Background: an optimization exercise with open tools, aiming at small area, a short achievable clock period and few clock cycles per item. Do not read the settings as production practice.
The RTL was checked by simulation tests, not by an equivalence proof against the original design.
Power figures rest on the tool's default switching activity, not on a simulated workload.

--- config.mk ---
export PLATFORM = sky130hd
export DESIGN_NAME = oxdon_rs_dec
export DESIGN_NICKNAME = oxdon_rs_dec
export VERILOG_FILES = /design/flow/design.v
export SDC_FILE = /design/flow/constraint.sdc
export NUM_CORES = 4
export LEC_CHECK = 0
export CAP_MARGIN = 20
export CORE_MARGIN = 2
export CORE_UTILIZATION = 50
export PLACE_DENSITY = 0.6
export SLEW_MARGIN = 20
--- constraint.sdc ---
create_clock -name core_clock -period 20.0 [get_ports {clk}]
set_input_delay 4.0000 -clock core_clock [delete_from_list [all_inputs] [get_ports {clk}]]
set_output_delay 4.0000 -clock core_clock [all_outputs]
set_load 0.01 [all_outputs]
--- design.v ---
module oxdon_rs_dec (
    input  wire       clk,
    input  wire       rst,           
    input  wire       in_valid,
    input  wire [9:0] in_sym,
    output wire       in_ready,
    output reg        err_valid,
    output reg  [9:0] err_pos,       
    output reg  [9:0] err_val,       
    output reg        cw_done,
    output reg        cw_fail,
    output reg  [4:0] cw_nerr
);
    localparam integer T    = 15;
    localparam integer NPAR = 2 * T;      
    localparam [4:0] LAM = 5'd1;
    function [9:0] phi;
        input [9:0] x;
        begin
            phi[0] = ^(x & 10'h177);
            phi[1] = ^(x & 10'h188);
            phi[2] = ^(x & 10'h3e4);
            phi[3] = ^(x & 10'h2c0);
            phi[4] = ^(x & 10'h184);
            phi[5] = ^(x & 10'h0f0);
            phi[6] = ^(x & 10'h12a);
            phi[7] = ^(x & 10'h136);
            phi[8] = ^(x & 10'h070);
            phi[9] = ^(x & 10'h3bc);
        end
    endfunction
    function [9:0] phiinv;
        input [9:0] x;
        begin
            phiinv[0] = ^(x & 10'h06f);
            phiinv[1] = ^(x & 10'h05e);
            phiinv[2] = ^(x & 10'h22a);
            phiinv[3] = ^(x & 10'h238);
            phiinv[4] = ^(x & 10'h0d2);
            phiinv[5] = ^(x & 10'h13c);
            phiinv[6] = ^(x & 10'h0ee);
            phiinv[7] = ^(x & 10'h120);
            phiinv[8] = ^(x & 10'h31a);
            phiinv[9] = ^(x & 10'h1c6);
        end
    endfunction
    localparam [159:0] INV5_TAB = 160'hdd263fd5512a35ee8b0b699e78649663ae9e4820;
    function [4:0] inv5;
        input [4:0] a;
        begin
            inv5 = INV5_TAB[5 * a +: 5];
        end
    endfunction
    function [9:0] gf_mul;
        input [9:0] a;
        input [9:0] b;
        integer i;
        reg [9:0] p, x;
        begin
            p = 10'd0;
            x = a;
            for (i = 0; i < 10; i = i + 1) begin
                if (b[i]) p = p ^ x;
                x = {x[8:0], 1'b0} ^ (x[9] ? 10'h009 : 10'h000);
            end
            gf_mul = p;
        end
    endfunction
    function [9:0] gf_pow_alpha;
        input integer n;
        integer i;
        reg [9:0] x;
        begin
            x = 10'd1;
            for (i = 0; i < n; i = i + 1)
                x = {x[8:0], 1'b0} ^ (x[9] ? 10'h009 : 10'h000);
            gf_pow_alpha = x;
        end
    endfunction
    function [99:0] gf_cmat;
        input [9:0] c;
        integer i, k;
        reg [9:0] col;
        begin
            gf_cmat = 100'd0;
            for (i = 0; i < 10; i = i + 1) begin
                col = gf_mul(10'd1 << i, c);
                for (k = 0; k < 10; k = k + 1)
                    gf_cmat[10 * k + i] = col[k];
            end
        end
    endfunction
    function [9:0] gf_mat;
        input [9:0]  x;
        input [99:0] m;
        integer k;
        begin
            for (k = 0; k < 10; k = k + 1)
                gf_mat[k] = ^(x & m[10 * k +: 10]);
        end
    endfunction
    function [4:0] mul5;
        input [4:0] a;
        input [4:0] b;
        integer i;
        reg [4:0] p, x;
        begin
            p = 5'd0;
            x = a;
            for (i = 0; i < 5; i = i + 1) begin
                if (b[i]) p = p ^ x;
                x = {x[3:0], 1'b0} ^ (x[4] ? 5'h05 : 5'h00);
            end
            mul5 = p;
        end
    endfunction
    function [9:0] cmul;
        input [9:0] a;
        input [9:0] b;
        reg [4:0] p1, p0, pm;
        begin
            p1 = mul5(a[9:5], b[9:5]);
            p0 = mul5(a[4:0], b[4:0]);
            pm = mul5(a[9:5] ^ a[4:0], b[9:5] ^ b[4:0]);
            cmul = {pm ^ p0, p0 ^ mul5(LAM, p1)};
        end
    endfunction
    reg        v_q, first_q, last_q;
    reg  [9:0] s_q;
    reg  [9:0] in_cnt;                    
    reg        in_rdy;
    wire       take = in_valid && in_rdy;
    wire       last = (in_cnt == 10'd543);
    assign in_ready = in_rdy;
    always @(posedge clk) begin
        s_q     <= in_sym;
        first_q <= (in_cnt == 10'd0);
        last_q  <= last;
    end
    reg  [9:0] syn [0:NPAR-1];
    reg        syn_full;                  
    wire       copy;                      
    genvar gj;
    generate
        for (gj = 0; gj < NPAR; gj = gj + 1) begin : g_syn
            localparam [99:0] MJ = gf_cmat(gf_pow_alpha(gj));
            always @(posedge clk)
                if (v_q)
                    syn[gj] <= (first_q ? 10'd0 : gf_mat(syn[gj], MJ)) ^ s_q;
        end
    endgenerate
    localparam [2:0] S_IDLE  = 3'd0;
    localparam [2:0] S_SETUP = 3'd1;      
    localparam [2:0] S_STEP  = 3'd2;
    localparam [2:0] S_DRAIN = 3'd3;      
    localparam [2:0] S_CHIEN = 3'd5;
    localparam [2:0] S_FLUSH = 3'd6;
    localparam [2:0] S_DONE  = 3'd7;
    reg [2:0]  st;
    reg        om_ph;                     
    reg [9:0]  s_cp [0:NPAR-1];           
    reg [9:0]  la [0:T];                  
    reg [9:0]  bb [0:T];                  
    reg [9:0]  gam, dl, acc;
    reg [4:0]  r;                         
    reg [4:0]  L;                         
    reg [4:0]  ln;                        
    reg [4:0]  m;                         
    reg [T:0]  i_oh;                      
    reg [T:0]  j_oh;                      
    reg [4:0]  ks;                        
    reg        swp, upd, vq, fl;
    reg [9:0]  nq, sq;
    reg [3:0]  oi;                        
    reg [9:0]  kpos;                      
    reg [4:0]  roots;
    reg  s_pend;
    wire be_free = (st == S_IDLE) || (st == S_CHIEN) || (st == S_FLUSH) || (st == S_DONE);
    assign copy  = syn_full && !s_pend && be_free;
    wire start   = (st == S_IDLE) && s_pend;
    wire copy_ok_n = !((s_pend && st != S_IDLE) || copy) &&
                     ((st == S_CHIEN) || (st == S_FLUSH) || (st == S_DONE) ||
                      (st == S_IDLE && !s_pend));
    reg [9:0] a_rd, b_rd;
    integer q;
    always @(*) begin
        a_rd = 10'd0;
        b_rd = 10'd0;
        for (q = 0; q <= T; q = q + 1) begin
            if (i_oh[q])           a_rd = a_rd | la[q];
            if (j_oh[q])           b_rd = b_rd | bb[q];
        end
    end
    wire [9:0] nw    = upd ? (gf_mul(gam, a_rd) ^ gf_mul(dl, b_rd)) : a_rd;
    wire [9:0] s_rd  = (ks < 5'd30) ? s_cp[ks] : 10'd0;
    wire [9:0] acc_n = acc ^ gf_mul(nq, sq);
    wire [4:0] m_n   = swp ? 5'd0 : m + 5'd1;
    wire [4:0] r_n   = r + 5'd1;
    wire       upd_c = (acc_n != 10'd0);
    wire       swp_c = upd_c && ({ln, 1'b0} <= {1'b0, r_n});
    wire [4:0] lnA   = r_n + 5'd1 - ln;
    wire [5:0] jbA   = {1'b0, lnA} - 6'd1 - {1'b0, m_n};
    wire [5:0] jbB   = {1'b0, ln} - 6'd1 - {1'b0, m_n};
    wire [T:0] iA    = 16'd1 << lnA[3:0];
    wire [T:0] iB    = 16'd1 << ln[3:0];
    wire [T:0] jA    = jbA[5] ? 16'd0 : (16'd1 << jbA[3:0]);
    wire [T:0] jB    = jbB[5] ? 16'd0 : (16'd1 << jbB[3:0]);
    wire [3:0] oi_n  = om_ph ? oi + 4'd1 : 4'd0;
    wire       om_end = (st == S_DRAIN) && om_ph && ({1'b0, oi_n} == L);
    reg [9:0] sum_e, sum_o, sum_w;
    integer ci;
    always @(*) begin
        sum_e = 10'd0;
        sum_o = 10'd0;
        sum_w = 10'd0;
        for (ci = 0; ci <= T; ci = ci + 1) begin
            if (ci % 2 == 1) sum_o = sum_o ^ la[ci];
            else             sum_e = sum_e ^ la[ci];
        end
        for (ci = 0; ci < T; ci = ci + 1)
            sum_w = sum_w ^ bb[ci];
    end
    wire [9:0] sum_l = sum_e ^ sum_o;
    wire ch_root = (sum_l == 10'd0);
    wire ch_last = (kpos == 10'd1) || (ch_root && (roots + 5'd1 == L));
    reg [9:0] la_st [0:T];
    reg [9:0] bb_st [0:T];
    genvar gi;
    generate
        for (gi = 0; gi <= T; gi = gi + 1) begin : g_chien
            localparam [99:0] MI = gf_cmat(gf_pow_alpha(T - gi));
            always @(*) begin
                la_st[gi] = gf_mat(la[gi], MI);
                bb_st[gi] = gf_mat(bb[gi], MI);
            end
        end
    endgenerate
    wire       in_chien = (st == S_CHIEN);
    wire       bm_step  = (st == S_STEP);
    integer k;
    always @(posedge clk) begin
        if (copy)
            for (k = 0; k < NPAR; k = k + 1) s_cp[k] <= syn[k];
        if (start)
            bb[0] <= 10'd1;
        for (k = 0; k <= T; k = k + 1) begin
            if (in_chien)
                la[k] <= la_st[k];
            else if (bm_step && upd && i_oh[k])
                la[k] <= nw;
            else if (start)
                la[k] <= (k == 0) ? 10'd1 : 10'd0;
        end
        for (k = 0; k <= T; k = k + 1) begin
            if (in_chien)
                bb[k] <= bb_st[k];
            else if (bm_step && swp && i_oh[k])
                bb[k] <= a_rd;
            else if (st == S_DRAIN && om_ph && oi == k)
                bb[k] <= acc_n;
            else if (om_end && k >= L)
                bb[k] <= 10'd0;
        end
    end
    always @(posedge clk) begin
        nq <= nw;
        sq <= s_rd;
        if (st == S_DRAIN || st == S_SETUP)
            acc <= 10'd0;
        else if (vq)
            acc <= acc_n;
    end
    wire       syn_full_n = (syn_full && !copy) || (v_q && last_q);
    wire [9:0] in_cnt_n   = take ? (last ? 10'd0 : in_cnt + 10'd1) : in_cnt;
    always @(posedge clk) begin
        begin
            v_q      <= take;
            in_cnt   <= in_cnt_n;
            syn_full <= syn_full_n;
            in_rdy   <= (in_cnt != 10'd0 && !last) || copy_ok_n ||
                        !(syn_full_n || last);
            s_pend   <= (s_pend && !start) || copy;
            vq       <= bm_step;
            cw_done  <= 1'b0;
            case (st)
                S_IDLE: begin
                    if (start) begin
                        gam   <= 10'd1;
                        dl    <= s_cp[0];
                        L     <= 5'd0;
                        m     <= 5'd0;
                        r     <= 5'd0;
                        om_ph <= 1'b0;
                        fl    <= 1'b0;
                        roots <= 5'd0;
                        st    <= S_SETUP;
                    end
                end
                S_SETUP: begin
                    upd  <= (dl != 10'd0);
                    swp  <= (dl != 10'd0);
                    ln   <= {4'd0, dl != 10'd0};
                    i_oh <= (dl != 10'd0) ? 16'd2 : 16'd1;
                    j_oh <= (dl != 10'd0) ? 16'd1 : 16'd0;
                    ks   <= (dl != 10'd0) ? 5'd0 : 5'd1;
                    st   <= S_STEP;
                end
                S_STEP: begin
                    i_oh <= i_oh >> 1;
                    j_oh <= j_oh >> 1;
                    ks   <= ks + 5'd1;
                    if (i_oh[0]) st <= S_DRAIN;
                end
                S_DRAIN: begin
                    dl <= acc_n;
                    if (!om_ph) begin
                        if (swp) gam <= dl;
                        m <= m_n;
                        L <= ln;
                        r <= r_n;
                    end
                    oi <= oi_n;
                    if (!om_ph && r != 5'd29) begin
                        if (swp_c && lnA > 5'd15) begin
                            fl <= 1'b1;
                            st <= S_DONE;
                        end else begin
                            upd  <= upd_c;
                            swp  <= swp_c;
                            ln   <= swp_c ? lnA : ln;
                            i_oh <= swp_c ? iA : iB;
                            j_oh <= swp_c ? jA : jB;
                            ks   <= swp_c ? ln : lnA;      
                            st   <= S_STEP;
                        end
                    end else begin
                        om_ph <= 1'b1;
                        if (!om_ph && ln == 5'd0)
                            st <= S_DONE;              
                        else if (om_end)
                            st <= S_CHIEN;
                        else begin
                            upd  <= 1'b0;
                            swp  <= 1'b0;
                            i_oh <= 16'd1 << oi_n;
                            j_oh <= 16'd0;
                            ks   <= 5'd0;
                            st   <= S_STEP;
                        end
                    end
                    kpos  <= 10'd544;
                    roots <= 5'd0;
                end
                S_CHIEN: begin
                    kpos  <= kpos - 10'd1;
                    roots <= roots + {4'd0, ch_root};
                    if (ch_last) st <= S_FLUSH;
                end
                S_FLUSH: begin
                    kpos <= kpos - 10'd1;
                    st   <= S_DONE;
                end
                S_DONE: begin
                    cw_done <= 1'b1;
                    cw_fail <= fl || (roots != L);
                    cw_nerr <= roots;
                    st      <= S_IDLE;
                end
                default: st <= S_IDLE;
            endcase
        end
        if (rst) begin
            st       <= S_IDLE;
            v_q      <= 1'b0;
            in_cnt   <= 10'd0;
            syn_full <= 1'b0;
            in_rdy   <= 1'b1;
            s_pend   <= 1'b0;
            vq       <= 1'b0;
            cw_done  <= 1'b0;
        end
    end
    reg        f2_v;
    reg [9:0]  f2_u;
    reg [4:0]  f2_d;
    wire [9:0] f1_a = phi(sum_o);
    wire [9:0] f1_w = phi(sum_w);
    wire [4:0] fa1 = f1_a[9:5];
    wire [4:0] fa0 = f1_a[4:0];
    wire [4:0] fdel = mul5(fa0, fa0) ^ mul5(fa0, fa1) ^ mul5(LAM, mul5(fa1, fa1));
    wire [4:0] fdi = inv5(f2_d);
    wire [9:0] fe  = {mul5(f2_u[9:5], fdi), mul5(f2_u[4:0], fdi)};
    always @(posedge clk) begin
        f2_d    <= fdel;
        f2_u    <= cmul(f1_w, {fa1, fa0 ^ fa1});
        err_pos <= kpos;
        err_val <= phiinv(fe);
        if (rst) begin
            f2_v      <= 1'b0;
            err_valid <= 1'b0;
        end else begin
            f2_v      <= in_chien && ch_root;
            err_valid <= f2_v;
        end
    end
endmodule
--- flow/run.sh ---
#!/bin/bash
# Layout flow: the standard layout (standard.sh: ORFS synthesis through
# finish, unchanged), except that the buffers global placement puts on the
# input and output ports are sky130_fd_sc_hd__buf_2 cells rather than the
# buffer buffer_ports picks by default (a slow delay cell on this platform).
# make's full output goes to flow_standard.log in the work folder; ORFS keeps
# each step's own log under orfs/logs/.
set -euo pipefail
export BUFFER_PORTS_ARGS="-buffer_cell sky130_fd_sc_hd__buf_2"
bash standard.sh > flow_standard.log 2>&1
--- standard.sh ---
#!/bin/bash
# synth_recipe.tcl (not shown) runs the flow's synth.tcl, then flattens the netlist and writes it again
# the make line also repeats each setting of config.mk as NAME=value (left out here)
make -C /OpenROAD-flow-scripts/flow DESIGN_CONFIG=/design/flow/config.mk WORK_HOME=/design/flow/orfs CLKGATE_MAP_FILE= SYNTH_SCRIPT=/design/flow/synth_recipe.tcl "${@:-finish}"
==> impl_metrics.toml, run 1 <==
[finish]
nets = 5884
final_util_pct = 54.8
drive_gt1_share_pct = 7.16
layout_common_cells = "xnor2_1, edfxtp_1, nand2_1"
area_growth_pct = 9.17
layout_commonest_cell = "xnor2_1"

[clock_network]
hold_buffers = 0
cts_tree = "yes"
cts_resized = 0
post_cts_buffers = 0
clock_sinks = 1124
clk_path_buf_depth = 3
clk_latency_ns = 0.79
root_buffer = "clkbuf_16"
cts_made_buffers = 131
clk_pin_slew_ns = 0.06
cts_max_level = 4

[worst_setup_path]
worst-endpoint-required_ns = 20.43
max_stage_delay_ns = 0.96
crit_arrival_ns = 6.93
start_kind = "flop"
crit_slowest_cell = "nor3b_2"
cp_num_buf_inv = 1
criticalPathCategory = "flop to flop"
worstSetupEndpointType = "flop"
worst-path-max-fanout = 26
path_common_cell = "nor2_1"
cp_top_family = "simple AND/OR/NAND/NOR gates"
crit_chain = "xor2_1 > nor2_1 > a2111oi_1 > xnor2_1 > xnor2_4 > nor2_1 > nand4b_1 > nand2_1 > o21ai_0 > o311ai_0 > nor3b_2 > buf_4"

[yosys]
synth_cells = 5954
syn_area_per_cell_um2 = 11.0
syn_nets = 6022
synth_area_mm2 = 0.0657
synth_seq_cells = 1124
ys_types = 86
synth_async_sr_flop_share_pct = 0
synth_warnings = 7
synthFlopType = "edfxtp_1"
synth_edf_count = 1026
seq_area_frac_synth_pct = 49.9

[timing]
slew-limit-headroom_pct = 19.2
drv_slew = 0
setup_viol = 0
period_needed_ns = 6.50
worst_slew_pin_slew_ns = 1.20
grt_setup_unrepaired = "no"
fin_skew_ns = 0.0568
max_freq_mhz = 154
fin_crit_sh_pct = 32.5
hold-worst-slack_ns = 0.405
timing_hold_violations_final = 0
setup_ws_ns = 13.50
tns_ns = 0

[global_route]
grt_pass1_vias = 45116
grt_pass1_wl_mm = 309
grt_use_total_pct = 30.8
grt_max_degree = 177
grt_remaining_overflow = 0
grt_antenna_before_repair = 3

[pwr]
power_density_mw_per_mm2 = 78.2
p_leak_nw = 25.2
total_power_w = 0.00561
peakVddDrop_v = 0.0000814

[floorplanning]
ios = 42
core_area_mm2 = 0.131
row_count = 133
die_y_um = 367
die_x_um = 367
fp.dieArea_mm2 = 0.134
start_util_pct = 50.2

[run]
maxCapViolations = 0

[routing]
wl_per_cell_um = 27.5
wirelength_mm = 211
drc_errors = 0
via_per_inst = 6.12
drtPass1Iterations = 7
drt-initial-drc-count = 6164
vias = 46975
drtAntennaViolNets = 0

[worst_hold_path]
hold_path_class = "flop to flop"

[placed_design]
globalplace.congestion = 0.988
post-dp-hpwl_mm = 142
port-buffer-count = 41
dp_slack_ns = 13.70

[outcome]
status = "complete, no violations"
-- power by group --
| group | switching, W | internal, W |
|---|---|---|
| Clock | 0.00103 | 0.00137 |
| Sequential | 0.0000746 | 0.00264 |
| Combinational | 0.000309 | 0.000193 |
-- state kept, by name, indices dropped and copies added (netlist names), 16 cells and up --
name  count
bb      160
i_oh     16
j_oh     16
la      160
s_cp    300
syn     300
-- final cells by class --
type,count,area [um^2]
fillers,11487,59200
flip-flops and latches,1124,32800
multi-input cells,4326,31200
clock buffers,169,3570
well taps,1755,2200
repair buffers,142,988
clock inverters,71,688
inverters,91,342
diodes,1,2.50
-- path summary, 6_finish.rpt --
| path | startpoint | to | slack (ns) | depth (start not counted) |
|---|---|---|---|---|
| max | nq[6]$_DFF_P_ | j_oh[10]$_SDFFCE_PP0P_ | 13.50 | 12 |
| min | kpos[3]$_SDFFCE_PN0P_ | err_pos[3]$_DFF_P_ | 0.41 | 0 |
| max reg2reg | nq[6]$_DFF_P_ | j_oh[10]$_SDFFCE_PP0P_ | 13.50 | 12 |
| min reg2reg | kpos[3]$_SDFFCE_PN0P_ | err_pos[3]$_DFF_P_ | 0.41 | 0 |
-- cell usage after synthesis, types with 8 or more instances --
cell / n / area, um^2
a32o_1: 11 / 110
mux2i_1: 30 / 300
buf_1: 27 / 101
nor3b_1: 12 / 90.1
nand4_1: 36 / 225
o21ai_1: 14 / 70.1
a221oi_1: 169 / 1480
a221o_1: 9 / 90.1
nor4_1: 18 / 113
nand2b_1: 82 / 513
nor2_1: 510 / 1910
a22o_1: 80 / 701
o22a_1: 12 / 105
or4_1: 12 / 90.1
and3_1: 36 / 225
o211ai_1: 8 / 60.1
inv_1: 88 / 330
o21ai_0: 158 / 791
o31ai_1: 15 / 113
nand2_1: 548 / 2060
xnor2_2: 10 / 163
edfxtp_1: 1026 / 30800
clkbuf_1: 358 / 1340
nor3_1: 49 / 245
o2bb2ai_1: 10 / 87.6
xnor2_1: 1124 / 9840
and2_1: 36 / 225
dfxtp_1: 98 / 1960
nor2b_1: 34 / 213
buf_2: 26 / 130
nand3_1: 52 / 260
o22ai_1: 106 / 663
a222oi_1: 24 / 240
a21o_1: 8 / 60.1
xnor3_1: 44 / 991
a22oi_1: 169 / 1270
a31oi_1: 17 / 106
ha_1: 52 / 651
a211oi_1: 16 / 120
a21oi_1: 177 / 886
xor2_1: 517 / 4530
-- kinds of logic (layout without fill, tap and decap cells) --
kind of cell | count (synthesis) | in the layout | share of synthesized area, %
XOR/XNOR | 1713 | 1713 | 24.3
AND/OR/NAND/NOR | 1454 | 1454 | 9.71
flip-flops | 1124 | 1124 | 49.9
AO/OA/AOI/OAI | 1062 | 1062 | 11.4
buffers and inverters | 504 | 473 | 2.94
adder cells (fa/ha/maj) | 55 | 55 | 1.08
multiplexers | 42 | 42 | 0.748
other | 0 | 1 | 0
-- metrics by stage --
step                instance area (um^2)  std cells
CTS                                71700       7678
global route                       71800       7678
floorplan                          65700       5954
detailed placement                 67500       7438
finish                             71800       7679
global placement                   67500       7438
-- metal layers --
| layer | GRT usage [%] | wire length, um | up-vias |
|---|---|---|---|
| li1 | - | - | 20848 |
| met1 | 41.4 | 85600 | 23268 |
| met2 | 48.8 | 97800 | 2298 |
| met3 | 5.17 | 17000 | 559 |
| met4 | 14.2 | 10600 | 2 |
| met5 | 0 | 14 | - |
Testbench counts, summed over its fixed seeds: cycles 180,032, codewords 320.
==> inputs of run 2 (changes only) <==
==> flow/run.sh (replaced) <==
#!/bin/bash
# Layout flow: the standard layout (standard.sh: ORFS synthesis through
# finish, unchanged), except that
#  - the buffers global placement puts on the input and output ports are
#    sky130_fd_sc_hd__buf_2 cells rather than the buffer buffer_ports picks by
#    default (a slow delay cell on this platform);
set -euo pipefail
export BUFFER_PORTS_ARGS="-buffer_cell sky130_fd_sc_hd__buf_2"
export SETUP_SLACK_MARGIN=14.6
bash standard.sh > flow_standard.log 2>&1
==> impl_metrics.toml, run 2 <==
[global_route]
grt_pass1_vias = 45113
grt_use_total_pct = 31.2
grt_max_degree = 161
grt_antenna_before_repair = 3
grt_remaining_overflow = 0
grt_pass1_wl_mm = 313

[worst_setup_path]
worst-path-max-fanout = 1
cp_num_buf_inv = 1
max_stage_delay_ns = 0.37
crit_slowest_cell = "edfxtp_1"
worst-endpoint-required_ns = 16.00
start_kind = "flop"
criticalPathCategory = "flop to output pin"
worstSetupEndpointType = "output pin"
crit_arrival_ns = 1.28
cp_top_family = "flip-flops"
crit_chain = "buf_2"

[yosys]
synthFlopType = "edfxtp_1"
netlist_top_cells_count = "xnor2_1, edfxtp_1, nand2_1"
synth_edf_count = 1026
synth_seq_cells = 1124
syn_nets = 6022
synth_warnings = 7
yosysMostFrequentCell = "xnor2_1"
synth_cells = 5954
seq_area_frac_synth_pct = 49.9
synth_area_leaders = "edfxtp_1, xnor2_1, xor2_1"
yosys.area.top_type = "edfxtp_1"
synth_async_sr_flop_share_pct = 0
ys_types = 86
synth_area_mm2 = 0.0657
syn_area_per_cell_um2 = 11.0
synth_top_area_share_pct = 46.9

[pwr]
clkPwrFrac_pct = 42.7
p_leak_nw = 25.3
peakVddDrop_v = 0.0000823
p_comb_share_pct = 9.0
p_int_w = 0.00421
power_density_mw_per_mm2 = 78.2
power_switching_w = 0.00141
total_power_w = 0.00562
power_frac_seq_pct = 48.3
p_sw_share_pct = 25.1

[floorplanning]
die_x_um = 367
start_util_pct = 50.2
row_count = 133
die_y_um = 367
fp.dieArea_mm2 = 0.134
ios = 42
core_area_mm2 = 0.131

[worst_hold_path]
hold_path_class = "flop to flop"

[timing]
setup_viol = 0
drv_slew = 0
max_freq_mhz = 189
period_needed_ns = 5.28
worst_slew_pin_slew_ns = 1.23
tns_ns = 0
grt_setup_unrepaired = "no"
fin_skew_ns = 0.0421
slew-limit-headroom_pct = 18.2
timing_hold_violations_final = 0
fin_crit_sh_pct = 26.4

[clock_network]
cts_max_level = 4
clk_latency_ns = 0.80
cts_made_buffers = 130
clk_pin_slew_ns = 0.05
hold_buffers = 0
cts_tree = "yes"
clk_path_buf_depth = 3
clock_sinks = 1124
root_buffer = "clkbuf_16"

[routing]
drtAntennaViolNets = 0
vias = 47376
drc_errors = 0
drt-initial-drc-count = 6477
via_per_inst = 6.15
wirelength_mm = 214
wl_per_cell_um = 27.8
drtPass1Iterations = 8

[finish]
nFillCells = 11426
layout_common_cells = "xnor2_1, edfxtp_1, nand2_1"
multi_input_comb_area_mm2 = 0.0312
largest_registers = "s_cp x300, syn x300"
layout_commonest_cell = "xnor2_1"
drive_gt1_share_pct = 7.42
nets = 5908
area_growth_pct = 9.42
final_area_mm2 = 0.0719
regArea_mm2 = 0.0328
n_antenna_cell = 0

[placed_design]
placed_area_mm2 = 0.0676
port-buffer-count = 41
post-dp-hpwl_mm = 143
globalplace.congestion = 0.994

[outcome]
status = "complete, no violations"

[run]
maxCapViolations = 0
## run 2: cell types whose count changed in the layout (fill, tap and decap cells not counted), moves of 5 or more
cell       previous run  this run
buf_4                99       122
clkinv_2             30        13
dfxtp_2              10        15
clkbuf_16           137       131
clkbuf_8              2        11
clkbuf_1             30        35
dfxtp_1              86        81
## run 2: repair_timing
action                                  in CTS  in global routing
endpoints found under the setup margin      32                 41
gates resized for setup                      3                  5
pin swaps                                    0                  1
buffers inserted                             0                  4
## run 2: area by class of cell
cell class	count	area share [%]
clock buffer	177	4.95
sequential	1124	45.6
tap	1755	3.05
clock inverter	58	0.955
inverter	91	0.475
timing repair buffer	167	1.65
multi-input combinational	4326	43.3
## run 2: worst paths after layout
| check | slack, ns | start | endpoint | cells past startpoint |
|---|---|---|---|---|
| worst min-delay path | 0.41 | kpos[7]$_SDFFCE_PN0P_ | err_pos[7]$_DFF_P_ | 0 |
| worst max register to register | 14.88 | nq[1]$_DFF_P_ | j_oh[0]$_DFFE_PP_ | 13 |
| worst min register to register | 0.41 | kpos[7]$_SDFFCE_PN0P_ | err_pos[7]$_DFF_P_ | 0 |
| worst max-delay path | 14.72 | cw_nerr[3]$_DFFE_PP_ | cw_nerr[3] | 1 |
## run 2: cell families (layout without fill, tap and decap cells)
logic type / after synthesis / count (layout) / share of synthesized area [%]
AOI/OAI and AO/OA: 1062 / 1062 / 11.4
xor gates and xnor gates: 1713 / 1713 / 24.3
adders and majority gates: 55 / 55 / 1.08
buffers and inverters: 504 / 493 / 2.94
DFF: 1124 / 1124 / 49.9
muxes: 42 / 42 / 0.748
and+or+nand+nor: 1454 / 1454 / 9.71
## run 2: routing by layer
metal / up-vias / part of all wire, % / GRT usage [%]
li1: 20880 / - / -
met1: 23462 / 40 / 42.6
met2: 2489 / 46 / 49.0
met3: 541 / 8.6 / 5.00
met4: 4 / 5.1 / 14.3
met5: - / 0.013 / 0
## run 2: metrics by stage
| stage | util (%) | hold WS [ns] | cells | worst slack, ns |
|---|---|---|---|---|
| after floorplan | - | 0.371 | 5954 | 14.29 |
| after global placement | 51.6 | 0.398 | 7458 | 14.48 |
| after detailed placement | 51.6 | 0.406 | 7458 | 14.37 |
| after CTS | 54.9 | 0.414 | 7693 | 14.65 |
| after global routing | 54.9 | 0.424 | 7698 | 14.65 |
| final | 54.9 | 0.411 | 7698 | 14.72 |
## run 2: power groups by stage
stage,registers (W),clock network [W],logic [W]
finish,0.00272,0.00240,0.000506
global route,0.00272,0.00253,0.000536
CTS,0.00272,0.00243,0.000495
detailed placement,0.00276,0,0.000491
global placement,0.00276,0,0.000486
floorplan,0.00275,0,0.000338
==> inputs of run 3 (changes only) <==
--- a/design.v
+++ b/design.v
@@ -154,7 +154,6 @@
     localparam [2:0] S_STEP  = 3'd2;
     localparam [2:0] S_DRAIN = 3'd3;      
     localparam [2:0] S_CHIEN = 3'd5;
-    localparam [2:0] S_FLUSH = 3'd6;
     localparam [2:0] S_DONE  = 3'd7;
     reg [2:0]  st;
     reg        om_ph;                     
@@ -175,11 +174,11 @@
     reg [9:0]  kpos;                      
     reg [4:0]  roots;
     reg  s_pend;
-    wire be_free = (st == S_IDLE) || (st == S_CHIEN) || (st == S_FLUSH) || (st == S_DONE);
+    wire be_free = (st == S_IDLE) || (st == S_CHIEN) || (st == S_DONE);
     assign copy  = syn_full && !s_pend && be_free;
-    wire start   = (st == S_IDLE) && s_pend;
+    wire start   = (st == S_IDLE || st == S_DONE) && s_pend;
     wire copy_ok_n = !((s_pend && st != S_IDLE) || copy) &&
-                     ((st == S_CHIEN) || (st == S_FLUSH) || (st == S_DONE) ||
+                     ((st == S_CHIEN) || (st == S_DONE) ||
                       (st == S_IDLE && !s_pend));
     reg [9:0] a_rd, b_rd;
     integer q;
@@ -206,6 +205,7 @@
     wire [T:0] jA    = jbA[5] ? 16'd0 : (16'd1 << jbA[3:0]);
     wire [T:0] jB    = jbB[5] ? 16'd0 : (16'd1 << jbB[3:0]);
     wire [3:0] oi_n  = om_ph ? oi + 4'd1 : 4'd0;
+    wire       bm_nx = !om_ph && r != 5'd29;       
     wire       om_end = (st == S_DRAIN) && om_ph && ({1'b0, oi_n} == L);
     reg [9:0] sum_e, sum_o, sum_w;
     integer ci;
@@ -237,29 +237,32 @@
     endgenerate
     wire       in_chien = (st == S_CHIEN);
     wire       bm_step  = (st == S_STEP);
+    wire [9:0] la_bus = start ? 10'd1 : nw;
+    wire [9:0] bb_bus = start ? 10'd1 : om_ph ? acc_n : a_rd;
+    reg  [T:0] la_we, bb_we;
+    integer w;
+    always @(*) begin
+        for (w = 0; w <= T; w = w + 1) begin
+            la_we[w] = start || (bm_step && upd && i_oh[w]);
+            bb_we[w] = (start && w == 0) || (bm_step && swp && i_oh[w]) ||
+                       (st == S_DRAIN && om_ph && oi == w) || (om_end && w >= L);
+        end
+    end
     integer k;
     always @(posedge clk) begin
         if (copy)
             for (k = 0; k < NPAR; k = k + 1) s_cp[k] <= syn[k];
-        if (start)
-            bb[0] <= 10'd1;
         for (k = 0; k <= T; k = k + 1) begin
             if (in_chien)
                 la[k] <= la_st[k];
-            else if (bm_step && upd && i_oh[k])
-                la[k] <= nw;
-            else if (start)
-                la[k] <= (k == 0) ? 10'd1 : 10'd0;
+            else if (la_we[k])
+                la[k] <= la_bus & {10{k == 0 || !start}};
         end
         for (k = 0; k <= T; k = k + 1) begin
             if (in_chien)
                 bb[k] <= bb_st[k];
-            else if (bm_step && swp && i_oh[k])
-                bb[k] <= a_rd;
-            else if (st == S_DRAIN && om_ph && oi == k)
-                bb[k] <= acc_n;
-            else if (om_end && k >= L)
-                bb[k] <= 10'd0;
+            else if (bb_we[k])
+                bb[k] <= bb_bus & {10{!(om_end && k >= L && k != oi)}};
         end
     end
     always @(posedge clk) begin
@@ -283,19 +286,7 @@
             vq       <= bm_step;
             cw_done  <= 1'b0;
             case (st)
-                S_IDLE: begin
-                    if (start) begin
-                        gam   <= 10'd1;
-                        dl    <= s_cp[0];
-                        L     <= 5'd0;
-                        m     <= 5'd0;
-                        r     <= 5'd0;
-                        om_ph <= 1'b0;
-                        fl    <= 1'b0;
-                        roots <= 5'd0;
-                        st    <= S_SETUP;
-                    end
-                end
+                S_IDLE: ;
                 S_SETUP: begin
                     upd  <= (dl != 10'd0);
                     swp  <= (dl != 10'd0);
@@ -320,18 +311,18 @@
                         r <= r_n;
                     end
                     oi <= oi_n;
-                    if (!om_ph && r != 5'd29) begin
+                    upd  <= bm_nx && upd_c;
+                    swp  <= bm_nx && swp_c;
+                    ln   <= swp_c ? lnA : ln;
+                    i_oh <= !bm_nx ? (16'd1 << oi_n) : swp_c ? iA : iB;
+                    j_oh <= !bm_nx ? 16'd0 : swp_c ? jA : jB;
+                    ks   <= !bm_nx ? 5'd0 : swp_c ? ln : lnA;    
+                    if (bm_nx) begin
                         if (swp_c && lnA > 5'd15) begin
                             fl <= 1'b1;
                             st <= S_DONE;
                         end else begin
-                            upd  <= upd_c;
-                            swp  <= swp_c;
-                            ln   <= swp_c ? lnA : ln;
-                            i_oh <= swp_c ? iA : iB;
-                            j_oh <= swp_c ? jA : jB;
-                            ks   <= swp_c ? ln : lnA;      
-                            st   <= S_STEP;
+                            st <= S_STEP;
                         end
                     end else begin
                         om_ph <= 1'b1;
@@ -339,14 +330,8 @@
                             st <= S_DONE;              
                         else if (om_end)
                             st <= S_CHIEN;
-                        else begin
-                            upd  <= 1'b0;
-                            swp  <= 1'b0;
-                            i_oh <= 16'd1 << oi_n;
-                            j_oh <= 16'd0;
-                            ks   <= 5'd0;
-                            st   <= S_STEP;
-                        end
+                        else
+                            st <= S_STEP;
                     end
                     kpos  <= 10'd544;
                     roots <= 5'd0;
@@ -354,11 +339,7 @@
                 S_CHIEN: begin
                     kpos  <= kpos - 10'd1;
                     roots <= roots + {4'd0, ch_root};
-                    if (ch_last) st <= S_FLUSH;
-                end
-                S_FLUSH: begin
-                    kpos <= kpos - 10'd1;
-                    st   <= S_DONE;
+                    if (ch_last) st <= S_DONE;
                 end
                 S_DONE: begin
                     cw_done <= 1'b1;
@@ -368,6 +349,17 @@
                 end
                 default: st <= S_IDLE;
             endcase
+            if (start) begin
+                gam   <= 10'd1;
+                dl    <= s_cp[0];
+                L     <= 5'd0;
+                m     <= 5'd0;
+                r     <= 5'd0;
+                om_ph <= 1'b0;
+                fl    <= 1'b0;
+                roots <= 5'd0;
+                st    <= S_SETUP;
+            end
         end
         if (rst) begin
             st       <= S_IDLE;
--- a/config.mk
+++ b/config.mk
@@ -8,5 +8,8 @@
 export CAP_MARGIN = 20
 export CORE_MARGIN = 2
 export CORE_UTILIZATION = 50
+export CTS_BUF_LIST = sky130_fd_sc_hd__clkbuf_16
+export CTS_CLUSTER_DIAMETER = 80
+export CTS_CLUSTER_SIZE = 20
 export PLACE_DENSITY = 0.6
 export SLEW_MARGIN = 20
==> impl_metrics.toml, run 3 <==
[clock_network]
clk_latency_ns = 0.70
clock_sinks = 1124
hold_buffers = 0
clk_path_buf_depth = 3
cts_resized = 2
root_buffer = "clkbuf_16"
post_cts_buffers = 0
cts_max_level = 3
clk_pin_slew_ns = 0.09
cts_tree = "yes"
cts_made_buffers = 75

[timing]
timing_hold_violations_final = 0
tns_ns = 0
period_needed_ns = 5.31
grt_setup_unrepaired = "no"
fin_crit_sh_pct = 26.5
drv_slew = 0
max_freq_mhz = 188
setup_viol = 0
slew-limit-headroom_pct = 18.6
fin_skew_ns = 0.0387
setup_ws_ns = 14.69
worst_slew_pin_slew_ns = 1.22

[floorplanning]
ios = 42
start_util_pct = 50.3
row_count = 131
fp.dieArea_mm2 = 0.131
core_area_mm2 = 0.128
die_x_um = 362
die_y_um = 362

[yosys]
synth_area_mm2 = 0.0642
synth_edf_count = 994
netlist_top_cells_count = "xnor2_1, edfxtp_1, nand2_1"
synthFlopType = "edfxtp_1"
synth_warnings = 7
synth_area_leaders = "edfxtp_1, xnor2_1, xor2_1"
synth_async_sr_flop_share_pct = 0
synth_seq_cells = 1124
synth_top_area_share_pct = 46.5
yosysMostFrequentCell = "xnor2_1"
synth_cells = 5786
syn_area_per_cell_um2 = 11.1
ys_types = 79
yosys.area.top_type = "edfxtp_1"
seq_area_frac_synth_pct = 50.6
syn_nets = 5854

[worst_hold_path]
hold_path_class = "flop to flop"

[routing]
dr.max_layer_used = "met4"
vias = 44634
drc_errors = 0
drtAntennaViolNets = 0
drtPass1Iterations = 7
drt-initial-drc-count = 5271
wirelength_mm = 206
dr_wl_met2_mm = 97.7
met1Wirelength_mm = 81.8
dr_wl_met3_mm = 14.5
wl_per_cell_um = 28.0
via_per_inst = 6.07

[worst_setup_path]
start_kind = "flop"
max_stage_delay_ns = 0.43
crit_arrival_ns = 1.31
worst-endpoint-required_ns = 16.00
worst-path-max-fanout = 1
cp_top_family = "flip-flops"
crit_slowest_cell = "dfxtp_2"
worstSetupEndpointType = "output pin"
criticalPathCategory = "flop to output pin"
cp_num_buf_inv = 1
crit_chain = "buf_2"

[global_route]
grt_max_degree = 105
grt_antenna_before_repair = 0
grt_use_total_pct = 31.1
grt_remaining_overflow = 0
grt_pass1_vias = 42913
grt_pass1_wl_mm = 301

[placed_design]
port-buffer-count = 41
post-dp-hpwl_mm = 142
globalplace.congestion = 1.02
dp_cells = 7227
dp_slack_ns = 14.64

[finish]
layout_common_cells = "xnor2_1, edfxtp_1, nand2_1"
nFillCells = 11226
nets = 5711
n_antenna_cell = 0
fin_cells = 7359
multi_input_comb_area_mm2 = 0.0303
drive_gt1_share_pct = 5.74
area_growth_pct = 6.42
layout_commonest_cell = "xnor2_1"
largest_registers = "s_cp x300, syn x300"
regArea_mm2 = 0.0325
final_util_pct = 53.6

[outcome]
status = "complete, no violations"

[pwr]
p_leak_nw = 23.3
peakVddDrop_v = 0.0000792
power_density_mw_per_mm2 = 82.3

[run]
maxCapViolations = 0
## run 3: power breakdown
| part | internal [W] | total (W) | switching [W] | leakage [nW] |
|---|---|---|---|---|
| Sequential | 0.00271 | 0.00285 | 0.000141 | 9.95 |
| Clock | 0.000763 | 0.00164 | 0.000875 | 1.26 |
| Combinational | 0.000473 | 0.00113 | 0.000653 | 12.1 |
| Total | 0.00395 | 0.00562 | 0.00167 | 23.3 |
## run 3: kinds of logic after synthesis
kind of cell    after synthesis  synth area share (%)
compound gates              995                  10.5
flops                      1124                  50.6
simple gates               1472                  9.88
buf+inv                     408                  2.45
fa+ha+maj                    55                  1.11
mux                          34                 0.643
xor+xnor                   1698                  24.8
## run 3: final cells by class
| class | instances | area share [%] |
|---|---|---|
| Multi-Input combinational cell | 4254 | 44.3 |
| Timing Repair Buffer | 125 | 1.26 |
| Tap cell | 1662 | 3.04 |
| Sequential cell | 1124 | 47.5 |
| Clock inverter | 52 | 0.590 |
| Clock buffer | 79 | 2.89 |
| Inverter | 63 | 0.350 |
## run 3: worst paths after layout
path / start / end / slack [ns] / cells after the start
hold / removal: kpos[3]$_SDFFCE_PN0P_ / err_pos[3]$_DFF_P_ / 0.41 / 0
setup / recovery: err_valid$_SDFF_PP0_ / err_valid / 14.69 / 1
setup reg to reg: la[3][2]$_DFFE_PP_ / f2_u[8]$_DFF_P_ / 14.87 / 14
hold reg to reg: kpos[3]$_SDFFCE_PN0P_ / err_pos[3]$_DFF_P_ / 0.41 / 0
## run 3: per-stage QoR
step / area (um^2) / power [W] / hold slack [ns]
floorplan: 64200 / 0.00367 / 0.371
global placement: 65800 / 0.00400 / 0.391
detailed placement: 65800 / 0.00403 / 0.396
CTS: 68200 / 0.00564 / 0.414
global route: 68300 / 0.00581 / 0.426
finish: 68300 / 0.00562 / 0.413
## run 3: per-layer routing
layer	up-vias	global-route usage [%]
met5	-	0
met2	2049	51.0
met1	22139	40.5
met4	0	15.8
met3	506	4.04
li1	19940	-
Testbench counts of run 3, summed over its fixed seeds: cycles 179,939, codewords 320.
==> inputs of run 4 (changes only) <==
--- a/config.mk
+++ b/config.mk
@@ -8,8 +8,8 @@
 export CAP_MARGIN = 20
 export CORE_MARGIN = 2
 export CORE_UTILIZATION = 50
-export CTS_BUF_LIST = sky130_fd_sc_hd__clkbuf_16
-export CTS_CLUSTER_DIAMETER = 80
-export CTS_CLUSTER_SIZE = 20
+export CTS_BUF_LIST = sky130_fd_sc_hd__clkbuf_8
+export CTS_CLUSTER_DIAMETER = 60
+export CTS_CLUSTER_SIZE = 12
 export PLACE_DENSITY = 0.6
 export SLEW_MARGIN = 20
==> impl_metrics.toml, run 4 <==
[timing]
fin_crit_sh_pct = 27.3
slew-limit-headroom_pct = 19.3
tns_ns = 0
worst_slew_pin_slew_ns = 1.21
period_needed_ns = 5.45
grt_setup_unrepaired = "yes"
setup_viol = 0
fin_skew_ns = 0.0711
timing_hold_violations_final = 0
drv_slew = 0
max_freq_mhz = 183

[routing]
wirelength_mm = 207
drc_errors = 0
drtAntennaViolNets = 0
vias = 44928
drt-initial-drc-count = 5312
drtPass1Iterations = 6
via_per_inst = 6.02
wl_per_cell_um = 27.7

[worst_setup_path]
crit_path_start = "cw_fail$_DFFE_PP_"
crit_chain = "buf_2"
crit_arrival_ns = 1.45
worst-path-max-fanout = 1
cp_num_buf_inv = 1
max_stage_delay_ns = 0.40
r2r-start = "la[13][5]$_DFFE_PP_"
cp_top_family = "flip-flops"
start_kind = "flop"
reg2reg_slack_ns = 14.89
criticalPathCategory = "flop to output pin"
worstSetupEndpointType = "output pin"
crit_end = "cw_fail"
reg2regPathDepth = 14
worst-endpoint-required_ns = 16.00
crit_slowest_cell = "edfxtp_1"
crit_cells = 1
regToRegEndpoint = "f2_u[8]$_DFF_P_"

[yosys]
synth_area_leaders = "edfxtp_1, xnor2_1, xor2_1"
syn_area_per_cell_um2 = 11.1
yosys.area.top_type = "edfxtp_1"
syn_nets = 5854
seq_area_frac_synth_pct = 50.6
synth_area_mm2 = 0.0642
synth_async_sr_flop_share_pct = 0
synth_seq_cells = 1124
synth_warnings = 7
synthFlopType = "edfxtp_1"
synth_cells = 5786
netlist_top_cells_count = "xnor2_1, edfxtp_1, nand2_1"
ys_types = 79
yosysMostFrequentCell = "xnor2_1"
synth_edf_count = 994
synth_top_area_share_pct = 46.5

[finish]
area_growth_pct = 6.66
layout_commonest_cell = "xnor2_1"
drive_gt1_share_pct = 6.87
nets = 5757
nFillCells = 11210
largest_registers = "s_cp x300, syn x300"
layout_common_cells = "xnor2_1, edfxtp_1, nand2_1"
fin_cells = 7457

[floorplanning]
start_util_pct = 50.3
fp.dieArea_mm2 = 0.131
core_area_mm2 = 0.128
die_x_um = 362
ios = 42
die_y_um = 362
row_count = 131

[run]
maxCapViolations = 0

[outcome]
status = "complete, no violations"

[clock_network]
cts_tree = "yes"
root_buffer = "clkbuf_8"
clk_path_buf_depth = 3
hold_buffers = 0
clk_latency_ns = 0.92
cts_made_buffers = 120
cts_max_level = 3
clk_pin_slew_ns = 0.08
clock_sinks = 1124

[pwr]
p_int_w = 0.00390
power_density_mw_per_mm2 = 81.8
p_comb_share_pct = 20.1
p_leak_nw = 23.5
p_sw_share_pct = 30.3
peakVddDrop_v = 0.0000803
power_frac_seq_pct = 51.0
clkPwrFrac_pct = 29.0
power_switching_w = 0.00170

[placed_design]
globalplace.congestion = 1.02
dp_cells = 7227
port-buffer-count = 41
post-dp-hpwl_mm = 142

[worst_hold_path]
hold_path_class = "flop to flop"
min_from = "kpos[3]$_SDFFCE_PN0P_"

[global_route]
grt_pass1_vias = 43245
grt_remaining_overflow = 0
grt_max_degree = 105
grt_antenna_before_repair = 2
grt_use_total_pct = 31.2
grt_pass1_wl_mm = 302
run 4: cell counts after synthesis:
No cell type changed its count.
run 4: worst min-delay path by stage:
stage	to	slack [ns]	depth (start not counted)
after floorplan	err_pos[3]$_DFF_P_	0.37	0
after global placement	err_pos[1]$_DFF_P_	0.39	0
after detailed placement	err_pos[3]$_DFF_P_	0.40	0
after CTS	err_pos[3]$_DFF_P_	0.42	0
after global routing	err_pos[3]$_DFF_P_	0.43	0
final	err_pos[3]$_DFF_P_	0.42	0
run 4: per-layer routing:
layer,up-vias,part of all wire [%],track usage (%)
met5,-,0,0
met4,0,6.1,16.2
met3,544,7.3,4.82
met2,2112,47,50.8
met1,22220,40,40.3
li1,20052,-,-
run 4: what timing repair did:
action / in CTS / in global routing
setup buffers: 1 / 0
pin swaps: 0 / 0
resized for setup: 7 / 10
setup endpoints to repair: 11 / 143
run 4: power groups by stage:
stage,Sequential (W),Clock [W],Combinational (W)
3_5_place_dp,0.00291,0,0.00112
6_report,0.00285,0.00162,0.00112
5_1_grt,0.00286,0.00173,0.00122
2_1_floorplan,0.00282,0,0.000848
3_3_place_gp,0.00291,0,0.00110
4_1_cts,0.00285,0.00165,0.00113
run 4: cell families after synthesis:
kind of cell / count (synthesis) / share of synthesized area (%)
AND/OR/NAND/NOR: 1472 / 9.88
XOR/XNOR: 1698 / 24.8
multiplexers: 34 / 0.643
AO/OA/AOI/OAI: 995 / 10.5
flip-flops: 1124 / 50.6
adder cells (fa/ha/maj): 55 / 1.11
buffers and inverters: 408 / 2.45
run 4: per-stage QoR:
| step | worst slack (ns) | cell area, um^2 | util (%) | hold slack [ns] | power, W |
|---|---|---|---|---|---|
| 3_3_place_gp | 14.55 | 65800 | 51.6 | 0.391 | 0.00400 |
| 4_1_cts | 14.47 | 68400 | 53.6 | 0.416 | 0.00563 |
| 5_1_grt | 14.48 | 68400 | 53.7 | 0.429 | 0.00581 |
| 3_5_place_dp | 14.64 | 65800 | 51.6 | 0.396 | 0.00403 |
| 6_report | 14.55 | 68400 | 53.7 | 0.415 | 0.00560 |
| 2_1_floorplan | 14.22 | 64200 | - | 0.371 | 0.00367 |
run 4: area by class of cell:
type                    instances  area (um^2)  area share, %
inverters                      63          239          0.349
well taps                    1662         2080           3.04
clock buffers                 126         1730           2.53
flip-flops and latches       1124        32500           47.5
diodes                          3         7.51         0.0110
repair buffers                126          902           1.32
multi-input cells            4254        30300           44.2
clock inverters                99          744           1.09
==> inputs of run 5 (changes only) <==
--- a/design.v
+++ b/design.v
@@ -139,7 +139,7 @@
     end
     reg  [9:0] syn [0:NPAR-1];
     reg        syn_full;                  
-    wire       copy;                      
+    reg        copy;                      
     genvar gj;
     generate
         for (gj = 0; gj < NPAR; gj = gj + 1) begin : g_syn
@@ -174,8 +174,6 @@
     reg [9:0]  kpos;                      
     reg [4:0]  roots;
     reg  s_pend;
-    wire be_free = (st == S_IDLE) || (st == S_CHIEN) || (st == S_DONE);
-    assign copy  = syn_full && !s_pend && be_free;
     wire start   = (st == S_IDLE || st == S_DONE) && s_pend;
     wire copy_ok_n = !((s_pend && st != S_IDLE) || copy) &&
                      ((st == S_CHIEN) || (st == S_DONE) ||
@@ -283,6 +281,7 @@
             in_rdy   <= (in_cnt != 10'd0 && !last) || copy_ok_n ||
                         !(syn_full_n || last);
             s_pend   <= (s_pend && !start) || copy;
+            copy     <= syn_full_n && copy_ok_n;
             vq       <= bm_step;
             cw_done  <= 1'b0;
             case (st)
@@ -343,8 +342,6 @@
                 end
                 S_DONE: begin
                     cw_done <= 1'b1;
-                    cw_fail <= fl || (roots != L);
-                    cw_nerr <= roots;
                     st      <= S_IDLE;
                 end
                 default: st <= S_IDLE;
@@ -368,6 +365,7 @@
             syn_full <= 1'b0;
             in_rdy   <= 1'b1;
             s_pend   <= 1'b0;
+            copy     <= 1'b0;
             vq       <= 1'b0;
             cw_done  <= 1'b0;
         end
@@ -386,6 +384,8 @@
         f2_d    <= fdel;
         f2_u    <= cmul(f1_w, {fa1, fa0 ^ fa1});
         err_pos <= kpos;
+        cw_fail <= fl || (roots != L);
+        cw_nerr <= roots;
         err_val <= phiinv(fe);
         if (rst) begin
             f2_v      <= 1'b0;
--- a/flow/run.sh
+++ b/flow/run.sh
@@ -6,5 +6,5 @@
 #    default (a slow delay cell on this platform);
 set -euo pipefail
 export BUFFER_PORTS_ARGS="-buffer_cell sky130_fd_sc_hd__buf_2"
-export SETUP_SLACK_MARGIN=14.6
+export SETUP_SLACK_MARGIN=14.7
 bash standard.sh > flow_standard.log 2>&1
--- a/config.mk
+++ b/config.mk
@@ -8,8 +8,8 @@
 export CAP_MARGIN = 20
 export CORE_MARGIN = 2
 export CORE_UTILIZATION = 50
-export CTS_BUF_LIST = sky130_fd_sc_hd__clkbuf_8
-export CTS_CLUSTER_DIAMETER = 60
-export CTS_CLUSTER_SIZE = 12
+export CTS_BUF_LIST = sky130_fd_sc_hd__clkbuf_16
+export CTS_CLUSTER_DIAMETER = 80
+export CTS_CLUSTER_SIZE = 20
 export PLACE_DENSITY = 0.6
 export SLEW_MARGIN = 20
==> impl_metrics.toml, run 5 <==
[timing]
fin_skew_ns = 0.0507
max_freq_mhz = 190
tns_ns = 0
hold-worst-slack_ns = 0.403
period_needed_ns = 5.26
worst_slew_pin_slew_ns = 1.23
drv_slew = 0
timing_hold_violations_final = 0
slew-limit-headroom_pct = 17.8
grt_setup_unrepaired = "no"
fin_crit_sh_pct = 26.3
setup_viol = 0

[routing]
drc_errors = 0
drtPass1Iterations = 9
wirelength_mm = 205
via_per_inst = 6.10
vias = 44764
drt-initial-drc-count = 5691
drtAntennaViolNets = 0
wl_per_cell_um = 27.9

[worst_hold_path]
hold_path_class = "flop to flop"

[clock_network]
clk_path_buf_depth = 3
clk_pin_slew_ns = 0.08
cts_tree = "yes"
cts_made_buffers = 78
clock_sinks = 1125
root_buffer = "clkbuf_16"
clk_latency_ns = 0.73
cts_max_level = 3

[global_route]
grt_use_total_pct = 30.9
grt_max_degree = 171
grt_remaining_overflow = 0
grt_antenna_before_repair = 1
grt_pass1_vias = 42362
grt_pass1_wl_mm = 299

[floorplanning]
row_count = 131
core_area_mm2 = 0.127
die_x_um = 362
die_y_um = 362
start_util_pct = 50.3
ios = 42
fp.dieArea_mm2 = 0.131

[yosys]
syn_area_per_cell_um2 = 11.1
synth_area_leaders = "edfxtp_1, xnor2_1, xor2_1"
synth_top_area_share_pct = 46.4
ys_types = 80
syn_nets = 5829
synth_edf_count = 988
synth_async_sr_flop_share_pct = 0
synth_area_mm2 = 0.0640
yosysMostFrequentCell = "xnor2_1"
synthFlopType = "edfxtp_1"
synth_cells = 5761
seq_area_frac_synth_pct = 50.7
synth_warnings = 7
synth_seq_cells = 1125
netlist_top_cells_count = "xnor2_1, edfxtp_1, nand2_1"
yosys.area.top_type = "edfxtp_1"

[worst_setup_path]
worst-endpoint-required_ns = 16.00
worstSetupEndpointType = "output pin"
criticalPathCategory = "flop to output pin"
worst-path-max-fanout = 1
crit_arrival_ns = 1.26
max_stage_delay_ns = 0.40
crit_slowest_cell = "dfxtp_4"
cp_top_family = "flip-flops"
start_kind = "flop"
crit_chain = "buf_4"
cp_num_buf_inv = 1

[finish]
largest_registers = "s_cp x300, syn x300"
layout_common_cells = "xnor2_1, edfxtp_1, nand2_1"
nets = 5691
area_growth_pct = 6.63
drive_gt1_share_pct = 5.72
layout_commonest_cell = "xnor2_1"
n_antenna_cell = 0

[pwr]
p_leak_nw = 23.3
total_power_w = 0.00516
peakVddDrop_v = 0.0000771
power_density_mw_per_mm2 = 75.7

[placed_design]
post-dp-hpwl_mm = 141
globalplace.congestion = 1.01
port-buffer-count = 41

[run]
maxCapViolations = 0

[outcome]
status = "complete, no violations"
[run 5: cell types whose count changed after synthesis, moves of 7 or more]
cell      previous run  this run
nand2_1            608       584
xor2_1             502       516
o21ai_0            248       236
a221o_1              4        13
a32o_1               2        11
a22oi_1            116       108
a211oi_1            17        10
and3_1               9        16
dfxtp_1            130       137
nand3_1             61        54
nor3_1              25        32
o22ai_1            111       104
[run 5: power breakdown]
| group | internal (W) | leakage, nW | switching [W] |
|---|---|---|---|
| Clock | 0.000768 | 1.29 | 0.000900 |
| Sequential | 0.00267 | 9.99 | 0.000104 |
| Combinational | 0.000315 | 12.0 | 0.000406 |
| Total | 0.00375 | 23.3 | 0.00141 |
[run 5: logic make-up (layout without fill, tap and decap cells)]
kind of cell             Yosys count  count (layout)  share of synthesized area, %
XOR/XNOR                        1704            1704                          24.7
AND/OR/NAND/NOR                 1451            1451                          9.83
flip-flops                      1125            1125                          50.7
AO/OA/AOI/OAI                    981             981                          10.6
buffers and inverters            415             335                          2.49
adder cells (fa/ha/maj)           55              55                          1.11
multiplexers                      30              30                         0.577
[run 5: metal layers]
metal	wire, um	global-route usage, %
met2	96000	50.5
met1	81200	40.7
met4	11900	14.7
met3	15600	4.21
met5	0	0
[run 5: worst paths after layout]
kind | slack, ns | end | cells after the start | startpoint
worst max-delay path | 14.74 | cw_done | 1 | cw_done$_SDFF_PP0_
worst min-delay path | 0.40 | err_pos[1]$_DFF_P_ | 0 | kpos[1]$_SDFFCE_PN0P_
worst max register to register | 14.91 | la[9][6]$_DFFE_PP_ | 11 | j_oh[5]$_SDFFCE_PP0P_
worst min register to register | 0.40 | err_pos[1]$_DFF_P_ | 0 | kpos[1]$_SDFFCE_PN0P_
[run 5: what timing repair did]
action,in CTS,in global routing
hold buffers,0,0
endpoints found under the setup margin,4,71
gates resized for setup,4,6
pin swaps,0,1
buffers inserted,0,3
[run 5: layout make-up]
type	instances	area, um^2
Fill cell	11097	59000
Sequential cell	1125	32400
Multi-Input combinational cell	4221	30100
Tap cell	1662	2080
Clock buffer	80	2000
Timing Repair Buffer	131	928
Clock inverter	58	454
Inverter	66	248
[run 5: stage by stage]
stage	cells	utilization, %	worst slack [ns]	cell area, um^2
5_1_grt	7343	53.6	14.70	68200
3_3_place_gp	7199	51.6	14.82	65700
2_1_floorplan	5761	-	15.06	64000
6_report	7343	53.6	14.74	68200
3_5_place_dp	7200	51.6	14.73	65700
4_1_cts	7338	53.6	14.65	68100
Testbench counts of run 5, summed over its fixed seeds: cycles 179,939, codewords 320.
==> inputs of run 6 (changes only) <==
--- a/flow/run.sh
+++ b/flow/run.sh
@@ -4,7 +4,12 @@
 #  - the buffers global placement puts on the input and output ports are
 #    sky130_fd_sc_hd__buf_2 cells rather than the buffer buffer_ports picks by
 #    default (a slow delay cell on this platform);
+#  - clock tree synthesis clusters up to 22 sinks (80 um across) per leaf buffer and adds no
+#    dummy loads.
+# make's full output goes to flow_standard.log in the work folder; ORFS keeps
+# each step's own log under orfs/logs/.
 set -euo pipefail
 export BUFFER_PORTS_ARGS="-buffer_cell sky130_fd_sc_hd__buf_2"
 export SETUP_SLACK_MARGIN=14.7
+export CTS_ARGS="-sink_clustering_enable -repair_clock_nets -sink_clustering_size 22 -sink_clustering_max_diameter 80 -buf_list sky130_fd_sc_hd__clkbuf_16 -dont_use_dummy_load"
 bash standard.sh > flow_standard.log 2>&1
--- a/config.mk
+++ b/config.mk
@@ -8,8 +8,5 @@
 export CAP_MARGIN = 20
 export CORE_MARGIN = 2
 export CORE_UTILIZATION = 50
-export CTS_BUF_LIST = sky130_fd_sc_hd__clkbuf_16
-export CTS_CLUSTER_DIAMETER = 80
-export CTS_CLUSTER_SIZE = 20
 export PLACE_DENSITY = 0.6
 export SLEW_MARGIN = 20
==> impl_metrics.toml, run 6 <==
[routing]
drc_errors = 0
vias = 44578
dr.max_layer_used = "met4"
drt-initial-drc-count = 5389
dr_wl_met3_mm = 15.3
wl_per_cell_um = 28.1
via_per_inst = 6.13
met1Wirelength_mm = 81.4
drtAntennaViolNets = 0
wirelength_mm = 205
dr_wl_met2_mm = 96.0
drtPass1Iterations = 6

[worst_setup_path]
crit_arrival_ns = 1.26
crit_chain = "buf_2"
max_stage_delay_ns = 0.42
reg2regPathDepth = 11
r2r-start = "i_oh[3]$_SDFFCE_PP0P_"
worst-path-max-fanout = 1
criticalPathCategory = "flop to output pin"
reg2reg_slack_ns = 14.92
cp_num_buf_inv = 1
worstSetupEndpointType = "output pin"
regToRegEndpoint = "la[3][8]$_DFFE_PP_"
worst-endpoint-required_ns = 16.00
start_kind = "flop"
crit_slowest_cell = "dfxtp_2"
cp_top_family = "flip-flops"
crit_cells = 1

[yosys]
synth_warnings = 7
synth_async_sr_flop_share_pct = 0
synth_area_mm2 = 0.0640
muxShareOfSynthArea_pct = 0.577
syn_area_per_cell_um2 = 11.1
synth_cells = 5761
yosys.area.top_type = "edfxtp_1"
syn_nets = 5829
yosysMostFrequentCell = "xnor2_1"
synth_top_family_by_area = "XOR/XNOR gates"
seq_area_frac_synth_pct = 50.7
synth_fa_ha_area_share_pct = 1.11
synthXorXnorAreaFrac_pct = 24.7
synth_compound_gate_area_share_pct = 10.6
synthFlopType = "edfxtp_1"
synth_area_leaders = "edfxtp_1, xnor2_1, xor2_1"
synth_seq_cells = 1125
synth_top_area_share_pct = 46.4
synth_edf_count = 988
yosys.area_share.simple_pct = 9.83
netlist_top_cells_count = "xnor2_1, edfxtp_1, nand2_1"
ys_types = 80

[timing]
drv_slew = 0
timing_hold_violations_final = 0
grt_setup_unrepaired = "no"
setup_viol = 0
slew-limit-headroom_pct = 21.4
tns_ns = 0
period_needed_ns = 5.26
fin_skew_ns = 0.0804
fin_crit_sh_pct = 26.3
worst_slew_pin_slew_ns = 1.18
max_freq_mhz = 190

[placed_design]
globalplace.congestion = 1.01
port-buffer-count = 41
post-dp-hpwl_mm = 141
placed_area_mm2 = 0.0657

[clock_network]
cts_made_buffers = 73
root_buffer = "clkbuf_16"
cts_tree = "yes"
hold_buffers = 0
clk_pin_slew_ns = 0.08
clk_path_buf_depth = 3
clock_sinks = 1125
clk_latency_ns = 0.71
cts_max_level = 3

[pwr]
p_leak_nw = 22.9
power_density_mw_per_mm2 = 73.1
peakVddDrop_v = 0.0000709

[floorplanning]
fp.dieArea_mm2 = 0.131
die_y_um = 362
die_x_um = 362
ios = 42
row_count = 131
core_area_mm2 = 0.127
start_util_pct = 50.3

[finish]
drive_gt1_share_pct = 5.08
largest_registers = "s_cp x300, syn x300"
layout_commonest_cell = "xnor2_1"
n_antenna_cell = 0
nets = 5685
multi_input_comb_area_mm2 = 0.0301
final_util_pct = 53.1
area_growth_pct = 5.63
final_area_mm2 = 0.0676
nFillCells = 11119
layout_common_cells = "xnor2_1, edfxtp_1, nand2_1"
regArea_mm2 = 0.0324

[global_route]
grt_max_degree = 171
grt_antenna_before_repair = 0
grt_pass1_vias = 42252
grt_use_total_pct = 30.8
grt_remaining_overflow = 0
grt_pass1_wl_mm = 298

[worst_hold_path]
hold_depth = 0
hold_path_class = "flop to flop"
min_from = "kpos[1]$_SDFFCE_PN0P_"
min_to = "err_pos[1]$_DFF_P_"

[run]
maxCapViolations = 0

[outcome]
status = "complete, no violations"
[run 6: where the power goes]
| part | leakage [nW] | switching (W) | internal (W) |
|---|---|---|---|
| Sequential | 9.99 | 0.000104 | 0.00267 |
| Combinational | 12.0 | 0.000405 | 0.000315 |
| Clock | 0.900 | 0.000796 | 0.000649 |
| Total | 22.9 | 0.00130 | 0.00363 |
[run 6: worst max-delay path by stage]
stage                                  start                     end
after global routing      la[5][8]$_DFFE_PP_         f2_u[8]$_DFF_P_
after detailed placement  la[3][5]$_DFFE_PP_         f2_u[8]$_DFF_P_
after floorplan                     in_valid  in_cnt[5]$_SDFFE_PP0P_
final                     cw_done$_SDFF_PP0_                 cw_done
after global placement              in_valid  in_cnt[9]$_SDFFE_PP0P_
after CTS                 cw_done$_SDFF_PP0_                 cw_done
[run 6: repair_timing]
item	in CTS	in global routing
setup endpoints to repair	4	61
buffers inserted	0	3
gates resized for setup	4	4
pin swaps	0	1
[run 6: logic make-up (layout without fill, tap and decap cells)]
group / after synthesis / in the layout
AOI/OAI and AO/OA: 981 / 981
buffers and inverters: 415 / 269
adders and majority gates: 55 / 55
xor gates and xnor gates: 1704 / 1704
muxes: 30 / 30
DFF: 1125 / 1125
and+or+nand+nor: 1451 / 1451
[run 6: cell type report]
type	instances	area share (%)
Inverter	66	0.367
Timing Repair Buffer	130	1.36
Clock buffer	73	2.70
Multi-Input combinational cell	4221	44.5
Tap cell	1662	3.08
Sequential cell	1125	48.0
[run 6: metal layers]
| metal | vias to the layer above | track usage, % |
|---|---|---|
| met5 | - | 0 |
| met4 | 0 | 14.8 |
| met3 | 444 | 3.90 |
| met2 | 2235 | 50.3 |
| met1 | 22092 | 40.8 |
| li1 | 19807 | - |
[run 6: metrics by stage]
stage | total power [W] | hold WS, ns | worst slack, ns | instances
after floorplan | 0.00333 | 0.329 | 15.06 | 5761
after global placement | 0.00352 | 0.390 | 14.82 | 7199
after detailed placement | 0.00354 | 0.387 | 14.73 | 7200
after CTS | 0.00496 | 0.407 | 14.72 | 7273
after global routing | 0.00510 | 0.430 | 14.71 | 7277
final | 0.00494 | 0.402 | 14.74 | 7277

## re-timing with driven ports
The flow's constraints put no driver on any port. The routed layouts listed below were extracted and timed again, unchanged, in two steps.
Step 1 (the two cells are an assumption about what drives the block):
set clk [get_ports {clk}]
set_driving_cell -lib_cell sky130_fd_sc_hd__clkbuf_16 $clk
set_driving_cell -lib_cell sky130_fd_sc_hd__buf_2 [delete_from_list [all_inputs] $clk]
Step 2, shift: input delay + t, output delay - t, t = (earliest + latest rising clock arrival at the registers) / 2. This alone moves slack from input paths to output paths.
a / b / c = ideal / step 1 / step 2; a / b = the first two.
run | shift t [ns] | setup slack, ns | hold slack, ns | worst setup path at the end | cell pins on the clock port's net
run 1 | 0.835 | 13.504 / 13.504 / 13.504 | 0.405 / 0.405 / 0.405 | register to register | 1
run 2 | 0.854 | 14.716 / 14.643 / 14.687 | 0.411 / 0.411 / 0.411 | input to register | 1
run 3 | 0.760 | 14.694 / 14.618 / 14.813 | 0.413 / 0.413 / 0.413 | input to register | 1
run 4 | 0.955 | 14.547 / 14.474 / 14.823 | 0.415 / 0.415 / 0.415 | input to register | 1
run 5 | 0.778 | 14.744 / 14.674 / 14.805 | 0.403 / 0.403 / 0.403 | input to register | 1
run 6 | 0.738 | 14.741 / 14.673 / 14.819 | 0.402 / 0.402 / 0.402 | input to register | 1
After both steps setup and hold are still met in every run listed. The setup slack of run 2, which loses most, moves by -0.073 ns with the drivers and by -0.029 ns with both steps.
